This is an optimization exercise on Yosys and OpenROAD, whose aim is small area, a short achievable clock period and few clock cycles per item, not a production implementation. Only simulation tests tie the RTL to the original design; equivalence was not proved.

`flow/constraint.sdc`:
```
create_clock -name core_clock -period 12.0 [get_ports {clk}]
set_input_delay 2.4000 -clock core_clock [delete_from_list [all_inputs] [get_ports {clk}]]
set_output_delay 2.4000 -clock core_clock [all_outputs]
set_load 0.01 [all_outputs]
```
`flow/config.mk`:
```
export PLATFORM = sky130hd
export DESIGN_NAME = echo_measure
export DESIGN_NICKNAME = echo_measure
export VERILOG_FILES = /design/flow/design.v
export SDC_FILE = /design/flow/constraint.sdc
export NUM_CORES = 4
export LEC_CHECK = 0
export CAP_MARGIN = 20
export CORE_MARGIN = 2
export CORE_UTILIZATION = 40
export SLEW_MARGIN = 20
```
`flow/run.sh`:
```
#!/bin/bash
# synth_recipe.tcl (not shown) runs the flow's synth.tcl, then flattens the netlist and writes it again
# the make line also repeats each setting of config.mk as NAME=value (left out here)
make -C /OpenROAD-flow-scripts/flow DESIGN_CONFIG=/design/flow/config.mk WORK_HOME=/design/flow/orfs CLKGATE_MAP_FILE= SYNTH_SCRIPT=/design/flow/synth_recipe.tcl finish
```
`flow/design.v`:
```
module em_div #(
    parameter NW = 32,
    parameter DW = 16
) (
    input  wire          clk,
    input  wire          start,
    input  wire [NW-1:0] num,
    input  wire [DW-1:0] den,
    output reg  [NW-1:0] quot,
    output reg           busy
);
    reg [DW-1:0]  rem;
    reg [NW-1:0]  nsh;
    reg [DW-1:0]  dreg;
    reg [7:0]     cnt;
    wire [DW:0]   trial = {rem, nsh[NW-1]};
    wire          ge    = trial >= {1'b0, dreg};
    wire [DW:0]   diff  = trial - {1'b0, dreg};
    always @(posedge clk) begin
        if (start) begin
            rem  <= {DW{1'b0}};
            nsh  <= num;
            dreg <= den;
            quot <= {NW{1'b0}};
            cnt  <= NW[7:0];
            busy <= 1'b1;
        end else if (busy) begin
            rem  <= ge ? diff[DW-1:0] : trial[DW-1:0];
            nsh  <= {nsh[NW-2:0], 1'b0};
            quot <= {quot[NW-2:0], ge};
            cnt  <= cnt - 8'd1;
            if (cnt == 8'd1)
                busy <= 1'b0;
        end
    end
endmodule
module em_isqrt #(
    parameter XW = 48
) (
    input  wire            clk,
    input  wire            start,
    input  wire [XW-1:0]   x,
    output reg  [XW/2-1:0] root,
    output reg             busy
);
    reg [XW-1:0]   xsh;
    reg [XW/2+1:0] rem;
    reg [7:0]      cnt;
    wire [XW/2+3:0] trial = {rem, xsh[XW-1:XW-2]};
    wire [XW/2+3:0] sub   = {2'b00, root, 2'b01};
    wire            ge    = trial >= sub;
    wire [XW/2+3:0] diff  = trial - sub;
    always @(posedge clk) begin
        if (start) begin
            xsh  <= x;
            rem  <= {(XW/2+2){1'b0}};
            root <= {(XW/2){1'b0}};
            cnt  <= XW/2;
            busy <= 1'b1;
        end else if (busy) begin
            rem  <= ge ? diff[XW/2+1:0] : trial[XW/2+1:0];
            root <= {root[XW/2-2:0], ge};
            xsh  <= {xsh[XW-3:0], 2'b00};
            cnt  <= cnt - 8'd1;
            if (cnt == 8'd1)
                busy <= 1'b0;
        end
    end
endmodule
module echo_measure (
    input  wire        clk,
    input  wire        rst,
    input  wire        in_valid,
    output wire        in_ready,
    input  wire [19:0] wstart,     
    input  wire [2:0]  width,      
    input  wire [10:0] idx,        
    input  wire [19:0] peak,       
    input  wire [19:0] left,       
    input  wire [19:0] right,      
    input  wire        left_bg,    
    input  wire        right_bg,   
    input  wire [23:0] b16,        
    input  wire [30:0] run_sum,    
    input  wire [11:0] run_len,    
    input  wire [19:0] shots,      
    output reg         out_valid,
    input  wire        out_ready,
    output reg  [19:0] range,
    output reg  [3:0]  frac,
    output reg  [19:0] amp,
    output reg  [7:0]  qual
);
    localparam S_IDLE = 3'd0, S_PREP = 3'd1, S_DIV = 3'd2, S_SQRT = 3'd3,
               S_FIN = 3'd4, S_OUT = 3'd5;
    reg [2:0] state;
    reg [19:0] r_wstart;
    reg [2:0]  r_width;
    reg [10:0] r_idx;
    reg [19:0] r_peak, r_left, r_right;
    reg        r_left_bg, r_right_bg;
    reg [23:0] r_b16;
    reg [30:0] r_sum;
    reg [11:0] r_len;
    reg [19:0] r_shots;
    assign in_ready = (state == S_IDLE);
    wire [24:0] a16 = r_left_bg  ? {1'b0, r_b16} : {1'b0, r_left, 4'b0};
    wire [24:0] c16 = r_right_bg ? {1'b0, r_b16} : {1'b0, r_right, 4'b0};
    wire [24:0] p16 = {1'b0, r_peak, 4'b0};
    wire        d_neg  = c16 < a16;
    wire [24:0] d_mag  = d_neg ? (a16 - c16) : (c16 - a16);
    wire [26:0] d_den  = {1'b0, p16, 1'b0} - {2'b0, a16} - {2'b0, c16};
    wire [33:0] d_num  = {9'b0, d_mag, 3'b0} << r_width;           
    wire [35:0] d_rnum = {1'b0, d_num, 1'b0} + {9'b0, d_den};      
    wire [27:0] d_rden = {d_den, 1'b0};                            
    wire [35:0] e16    = {r_sum, 4'b0} - r_len * r_b16;
    wire [40:0] a_rnum = {e16, 5'b0} + {21'b0, r_shots};           
    wire [20:0] a_rden = {r_shots, 1'b0};                          
    wire [24:0] q_x    = p16 - {1'b0, r_b16};
    wire [49:0] q_num  = q_x * q_x;
    wire [23:0] q_den  = (r_b16 < 24'd16) ? 24'd16 : r_b16;
    wire [35:0] d_quot;
    wire [40:0] a_quot;
    wire [47:0] q_quot;
    wire [23:0] q_root;
    wire        d_busy, a_busy, q_busy, s_busy;
    wire        div_start  = (state == S_PREP);
    reg         sqrt_start;
    em_div #(.NW(36), .DW(28)) u_div_delta (
        .clk(clk), .start(div_start), .num(d_rnum), .den(d_rden),
        .quot(d_quot), .busy(d_busy));
    em_div #(.NW(41), .DW(21)) u_div_amp (
        .clk(clk), .start(div_start), .num(a_rnum), .den(a_rden),
        .quot(a_quot), .busy(a_busy));
    em_div #(.NW(48), .DW(24)) u_div_qual (
        .clk(clk), .start(div_start), .num(q_num[47:0]), .den(q_den),
        .quot(q_quot), .busy(q_busy));
    em_isqrt #(.XW(48)) u_sqrt (
        .clk(clk), .start(sqrt_start), .x(q_quot),
        .root(q_root), .busy(s_busy));
    wire signed [27:0] rd    = d_neg ? -$signed({1'b0, d_quot[26:0]})
                                     :  $signed({1'b0, d_quot[26:0]});
    wire        [27:0] base  = {4'b0, r_wstart, 4'b0}
                             + ({13'b0, r_idx, 4'b0} << r_width)
                             + ({24'b0, 4'b1000} << r_width) - 28'd8;
    wire signed [27:0] r16   = $signed(base) + rd;
    always @(posedge clk) begin
        if (rst) begin
            state      <= S_IDLE;
            out_valid  <= 1'b0;
            sqrt_start <= 1'b0;
        end else begin
            sqrt_start <= 1'b0;
            case (state)
                S_IDLE: if (in_valid) begin
                    r_wstart   <= wstart;
                    r_width    <= width;
                    r_idx      <= idx;
                    r_peak     <= peak;
                    r_left     <= left;
                    r_right    <= right;
                    r_left_bg  <= left_bg;
                    r_right_bg <= right_bg;
                    r_b16      <= b16;
                    r_sum      <= run_sum;
                    r_len      <= run_len;
                    r_shots    <= shots;
                    state      <= S_PREP;
                end
                S_PREP: state <= S_DIV;
                S_DIV: if (!d_busy && !a_busy && !q_busy) begin
                    sqrt_start <= 1'b1;
                    state      <= S_SQRT;
                end
                S_SQRT: if (!sqrt_start && !s_busy)
                    state <= S_FIN;
                S_FIN: begin
                    if (r16 < 0) begin
                        range <= 20'd0;
                        frac  <= 4'd0;
                    end else if (r16 > 28'sd16777215) begin
                        range <= 20'hFFFFF;
                        frac  <= 4'd15;
                    end else begin
                        range <= r16[23:4];
                        frac  <= r16[3:0];
                    end
                    amp       <= (a_quot > 41'hFFFFF) ? 20'hFFFFF : a_quot[19:0];
                    qual      <= (q_root > 24'd255) ? 8'd255 : q_root[7:0];
                    out_valid <= 1'b1;
                    state     <= S_OUT;
                end
                S_OUT: if (out_ready) begin
                    out_valid <= 1'b0;
                    state     <= S_IDLE;
                end
                default: state <= S_IDLE;
            endcase
        end
    end
endmodule
```
==> results.yml <==
global_routing:
  grt_start_max_net_pins: 106
  global_route.overflow_total: 0
  first_global_vias: 53500
  wire_length_of_the_first_global_routing_pass_um: 302000
  initial_antenna_violation_count: 6
  grt.total_usage_pct: 21.4
cts:
  clkTransAtPathRegs_ns: 0.06
  cts-buffers-inserted: 93
  cts_hold_buffers: 0
  ctsRootBufferMaster: "clkbuf_16"
  cts_resized: 0
  tritoncts: "built"
  h-tree-depth: 3
  clk_latency_ns: 0.74
  clock-sinks: 759
  clock_path_buffers: 3
  cts_post_setup_buffers_inserted: 0
route:
  drc_errors: 0
  drt-vias-per-instance: 5.28
  drt_pre_antenna_iters: 6
  detail-route-antenna-nets: 0
  dr_total_vias: 52700
  detail_route.wirelength_um: 193000
  detail_route.wl_per_cell_um: 19.4
  starting_drt_drc_count: 3608
place:
  gp_congestion: 0.927
  io_buffers: 240
  dp.final_hpwl_um: 148000
setup_path:
  r2r_cells: 40
  worst-setup-path-type: "reg2reg"
  timing.reg2reg.setup_slack_ns: 0.86
  crit_path_top_delay_cell: "edfxtp_1"
  critical-path-max-stage-delay_ns: 0.79
  critical_path.endpoint_type: "register"
  critical_path.startpoint_type: "register"
  critical-path-top-cell-by-count: "fa_1"
  timing.critical_path.fanout_max: 18
  critPathLaunch: "r_b16[6]"
  timing.critical_path.required_ns: 12.42
  startpoint_of_the_most_critical_register_to_register_path: "r_b16[6]"
  capturing_point_of_the_worst_reg2reg_path: "u_div_qual.nsh[44]"
  worst_ep_arrival_time_ns: 11.56
timing:
  hold_slack_ns: 0.458
  fmax_mhz: 89.8
  tightest_slew_ns: 1.16
  setup_viol: 0
  timing.slew.headroom_pct: 22.7
  final-hold-violation-count: 0
  timing_max_transition_violations_final: 0
  finalCriticalPeriod_ns: 11.14
  setup_tns_ns: 0
  grt_setup_unrepaired: "no"
  finalCritPeriodShare_pct: 92.8
  fin_skew_ns: 0.0489
run_status:
  outcome: "complete, no violations"
logic_synthesis:
  mapped_cells: 7436
  asyncSetResetFlopFracSynth_pct: 0
  synth.distinct_cells: 95
  synth-seq-area-share_pct: 28.2
  number_of_enable_flip_flop_cells_after_synthesis: 479
  register_bit_count_reported_by_yosys: 759
  mean_cell_area_of_the_mapped_netlist_sq_um: 9.55
  synthesis.area_sq_um: 71000
  mappedNetlistNets: 8946
  ys_dominant_reg_cell: "edfxtp_1"
  ys.warnings.count: 5
finish:
  final_net_count: 9071
  filler_cell_count: 16900
  layout.core_utilization_pct: 44.9
  drive_above_1_share_pct: 5.04
  area_growth_pct: 11.6
floorplan:
  num_rows: 154
  top_level_ports: 241
  initial_utilization_pct: 40.3
  die_h_um: 425
  design.die.area_sq_um: 181000
  die_width_um: 425
  core_sq_um: 176000
hold_path:
  min_path_type: "reg2reg"
  hold-path-cell-count: 0
  worst_hold_startpoint: "r_shots[4]"
  min_to: "u_div_amp.dreg[5]"
flow_run:
  max_cap_viol_count: 0
## registers in the layout (all words and copies together) (netlist names), 21 cells and up
name              flops
u_div_qual.nsh       48
u_div_qual.quot      48
u_sqrt.xsh           48
u_div_amp.nsh        41
u_div_amp.quot       41
u_div_delta.nsh      36
r_sum                31
u_div_delta.rem      28
u_div_delta.dreg     27
u_div_delta.quot     27
u_sqrt.rem           26
r_b16                24
u_div_qual.dreg      24
u_div_qual.rem       24
u_sqrt.root          24
u_div_amp.rem        21
## area by class of cell
cell class              instances  area (sq um)  share of cell area (%)
diodes                          2          5.00                 0.00632
clock buffers                 118          2610                    3.29
clock inverters                56           608                   0.768
inverters                    1085          4080                    5.15
multi-input cells            5278         45800                    57.8
flip-flops and latches        759         20000                    25.3
well taps                    2340          2930                    3.70
repair buffers                344          3180                    4.02
## synthesized netlist by cell type, drive strengths merged, types with 112 or more instances
cell / n / area (sq um)
inv: 1080 / 4050
nand2: 779 / 2920
fa: 760 / 15200
nor2: 636 / 2390
ha: 563 / 7040
edfxtp: 479 / 14400
a21oi: 371 / 1860
o21ai: 321 / 1610
dfxtp: 280 / 5610
clkbuf: 263 / 990
mux2i: 262 / 2620
xnor2: 197 / 1730
xor2: 142 / 1240
a21o: 134 / 1010
and2: 112 / 701
## placed cells by master, fill, tap and decap left out, drive strengths merged, types with 27 or more instances in the layout
master,count
a211oi,55
a21o,134
a21oi,371
a311oi,29
a31oi,37
and2,112
and3,36
buf,104
clkbuf,118
clkdlybuf4s50,240
clkinv,40
dfxtp,280
edfxtp,479
fa,760
ha,563
inv,1086
mux2,63
mux2i,262
nand2,779
nand2b,97
nand3,56
nand4,45
nor2,636
nor2b,49
nor3,78
nor4,37
o21a,51
o21ai,321
o21bai,36
or3,27
xnor2,197
xor2,142
## metrics by stage
| stage | instances | instance area, sq um | setup WS (ns) |
|---|---|---|---|
| after floorplan | 7436 | 71000 | 1.92 |
| after global placement | 9806 | 76000 | 1.11 |
| after detailed placement | 9806 | 76000 | 0.928 |
| after CTS | 9980 | 79200 | 0.873 |
| after global routing | 9982 | 79200 | 0.168 |
| final | 9982 | 79200 | 0.863 |
## how the worst max path moves through the flow
stage                         endpoint  slack (ns)  cells after the start
floorplan           u_div_qual.nsh[46]        1.92                     41
global placement    u_div_qual.nsh[46]        1.11                     40
detailed placement  u_div_qual.nsh[46]        0.93                     40
CTS                 u_div_qual.nsh[46]        0.87                     40
global route        u_div_qual.nsh[46]        0.17                     40
finish              u_div_qual.nsh[44]        0.86                     40
## kinds of logic (layout without fill, tap and decap cells)
logic type / after synthesis / count (layout) / share of synthesized area, %
simple gates: 2028 / 2028 / 12.8
buf+inv: 1399 / 1603 / 7.45
fa+ha+maj: 1323 / 1323 / 31.4
compound gates: 1261 / 1261 / 11.3
flops: 759 / 759 / 28.2
xor+xnor: 339 / 339 / 4.18
mux: 327 / 327 / 4.76
other cells: 0 / 2 / 0
## metal layers
| metal | vias up | GRT usage [%] | wire length, um |
|---|---|---|---|
| met5 | - | 0 | 0 |
| met4 | 0 | 9.92 | 9710 |
| met3 | 345 | 3.42 | 10900 |
| met2 | 1477 | 34.9 | 89700 |
| met1 | 25900 | 27.9 | 83200 |
| li1 | 25000 | - | - |
## worst max-delay path: cells and delay by family (launching register included)
family / cells / cell delay [ns]
buf+inv: 8 / 1.04
flops: 1 / 0.79
xor+xnor: 2 / 0.28
simple gates: 2 / 0.42
compound gates: 19 / 4.11
fa+ha+maj: 9 / 4.23
Testbench counts, summed over its fixed seeds: cycles 101,120, items 1,280.

## what the ideal ports hide
In the flow no input, the clock included, has a driving cell. The finished layout below was timed again as built, in two steps. Step 1, drivers: a clkbuf_16 drives clk and a buf_2 each remaining input, both assumed. Step 2 times the ports against the registers' clock, not the clock port: input delays grow and output delays shrink by t, the midpoint of the rising clock arrivals with the driver on. Three values: ideal ports, drivers, drivers and shift; two values: the first two.
t, ns: 0.809
setup WS [ns]: 0.863 / 0.863 / 0.863
hold WS [ns]: 0.458 / 0.458 / 0.458
clock arrival spread, ns: 0.050 / 0.050
After both steps setup and hold are still met in this run. For this run, drivers alone change the setup slack by 0.000 ns; drivers and shift together by 0.000 ns.
